This is an optimization exercise on Yosys and OpenROAD, whose aim is small area, a short achievable clock period and few clock cycles per item, not a production implementation.
RTL that was checked went through simulation tests only; none was proved equivalent to the original.
Power and IR drop assume default switching activity.

## red
// sfl_rs_dec
module sfl_rs_dec (
    input  wire       clk,
    input  wire       rst,
    input  wire       in_valid,
    output reg        in_ready,
    input  wire [9:0] in_sym,
    input  wire       in_short,
    output reg        err_valid,
    output reg  [9:0] err_pos,
    output wire [9:0] err_val,
    output reg        done,
    output reg        fail,
    output reg  [4:0] nerr
);
    localparam NSYN = 30;
    function [9:0] gf_mul;
        input [9:0] a;
        input [9:0] b;
        reg   [9:0] p;
        reg   [9:0] x;
        integer i;
        begin
            p = 10'd0;
            x = a;
            for (i = 0; i < 10; i = i + 1) begin
                if (b[i])
                    p = p ^ x;
                x = {x[8:0], 1'b0} ^ (x[9] ? 10'h009 : 10'h000);
            end
            gf_mul = p;
        end
    endfunction
    function [9:0] gf_pow;
        input integer e;
        reg   [9:0] p;
        integer i;
        begin
            p = 10'd1;
            for (i = 0; i < e; i = i + 1)
                p = {p[8:0], 1'b0} ^ (p[9] ? 10'h009 : 10'h000);
            gf_pow = p;
        end
    endfunction
    function [9:0] gf_sq;
        input [9:0] a;
        reg   [9:0] p;
        integer i;
        begin
            p = 10'd0;
            for (i = 0; i < 10; i = i + 1)
                if (a[i])
                    p = p ^ gf_pow(2 * i);
            gf_sq = p;
        end
    endfunction
    integer j;
    genvar g;
    reg  [9:0] S [0:NSYN-1];
    reg  [9:0] rcnt;             
    reg        rfirst;           
    reg        r_short;          
    reg        sfull;            
    reg        s_short;          
    reg  [9:0] sym_r;            
    reg        v_r, f_r, l_r;
    wire       accept   = in_valid & in_ready;
  ...
Size: roughly 8300 cells after synthesis, about 1600 flip-flops, roughly 43 I/O pins, roughly 80000 um^2 of cells after synthesis.
clock: 10.0 ns
lec_check: 0
cap_margin: 10
core_margin: 2
core_utilization: 45
cts_cluster_diameter: 60
cts_cluster_size: 30
place_density: 0.6
setup_slack_margin: 5
slew_margin: 10
synth_memory_max_bits: 16384
run.sh (not shown) runs the stock make flow with config.mk's settings and CLKGATE_MAP_FILE= SYNTH_SCRIPT=/design/flow/synth_recipe.tcl, a recipe that flattens the netlist after the stock synthesis.
Testbench counts of red, summed over its fixed seeds: cycles 104,799, codewords 192.
Inputs modified between red and blue:
- setting ABC_AREA to 1 for the first time
- changing PLACE_DENSITY from 0.6 to 0.5
- changing CORE_UTILIZATION from 45 to 30
## What came out
Looking at the reports, blue completed the entire flow and the layout it produced met the timing, DRC and antenna checks.
When blue is set beside red, its post-synthesis xor/xnor area fraction turns out to be 7.7 points smaller.
blue ends up with higher compound-gate portion of the synthesized area than red does.
red -> blue: sequential cell count delta 0, exact match
Compared with red, in blue final core utilization decreased by 15 points relative to the old numbers, worst hold slack roughly the same, synthesized instance count picked up an extra 2582, highest net fanout along the worst path rose 45%, final period demand of the worst path picked up an extra 230 ps.
blue does worse than red on final area.
Row clock network contribution to total cell area: blue lower / red higher
Inputs modified between blue and green:
- a deleted CTS_CLUSTER_DIAMETER that had been 60
- a deleted ABC_AREA that had been 1
- a deleted CTS_CLUSTER_SIZE that had been 30
Findings:
blue → green: non-clock buffer count rose 10; synthesis-to-finish area growth picked up an extra 0.96 points; area of the mapped netlist shows a reduction of 4.7%; share of cell area taken by flip-flops and latches saw an increase; overall routed net length went down by 29000 um.
For orange, these inputs were changed with respect to green:
- CTS_CLUSTER_SIZE: unset -> 30
- CTS_CLUSTER_DIAMETER: unset -> 60
## What came out
Compared with green, in orange final clock period utilization by the worst path decreased 0.48 points, post-route worst hold slack moved up, actual transition at the worst max-transition pin went up by 23 ps. Taking green as the reference, in orange area of the die barely changed; via count dropped 0.59%; clock buffer instance count of the final layout dropped about 37%.

---

Another version of the RTL of sfl_rs_dec (not shown whole).
For scale: roughly 8500 cells after synthesis, about 1600 flip-flops, roughly 43 I/O pins, about 82000 um2 of cells after synthesis.
clock: 10.0 ns
lec_check: 0
cap_margin: 10
core_margin: 2
core_utilization: 30
cts_cluster_diameter: 60
cts_cluster_size: 30
place_density: 0.5
setup_slack_margin: 5
slew_margin: 10
synth_memory_max_bits: 16384
Change:
Settings changed: CTS_CLUSTER_DIAMETER 60 to not set, CTS_CLUSTER_SIZE 30 to not set.
First-iteration DRC count increases slightly.
Power came out higher slightly.
Wire length goes up slightly.
Clock skew hardly moves.
Final cell count rose slightly.
Setup slack is worse by 68 ps.
Combinational power stays flat.
Function was not checked in any run of this note: the RTL went through the layout flow alone.

==> afterwards: timing with drivers on the ports <==
No port has a modelled driver above. Below, the same layouts with a new extraction and two added sets of constraints.
Step 1: set_driving_cell puts a clkbuf_16 on clk and a buf_2 on each other input, an assumption about the parent block.
Step 2 also shifts input and output timing later by t, the mid clock arrival at the registers, as if the neighbouring blocks saw the same clock.
Three values: ideal ports, drivers, drivers and shift; two values: the first two.
run | shift t [ns] | slack for setup (ns) | worst data-port slew with drivers (ns) | pins driven straight from the clock port
red | 0.874 | 5.917 / 5.917 / 5.917 | 0.04 | 1
blue | 0.881 | 5.692 / 5.692 / 5.692 | 0.10 | 1
green | 0.922 | 6.020 / 6.020 / 5.764 | 0.05 | 1
orange | 0.906 | 6.068 / 6.068 / 5.807 | 0.05 | 1
the first run of note 2 | 0.924 | 5.281 / 5.281 / 5.216 | 0.03 | 1
the second run of note 2 | 0.926 | 5.213 / 5.213 / 5.213 | 0.03 | 1
After both steps every run listed still meets setup and hold. The setup slack of orange, which loses most, moves by 0.000 ns with the drivers and by -0.261 ns with both steps.
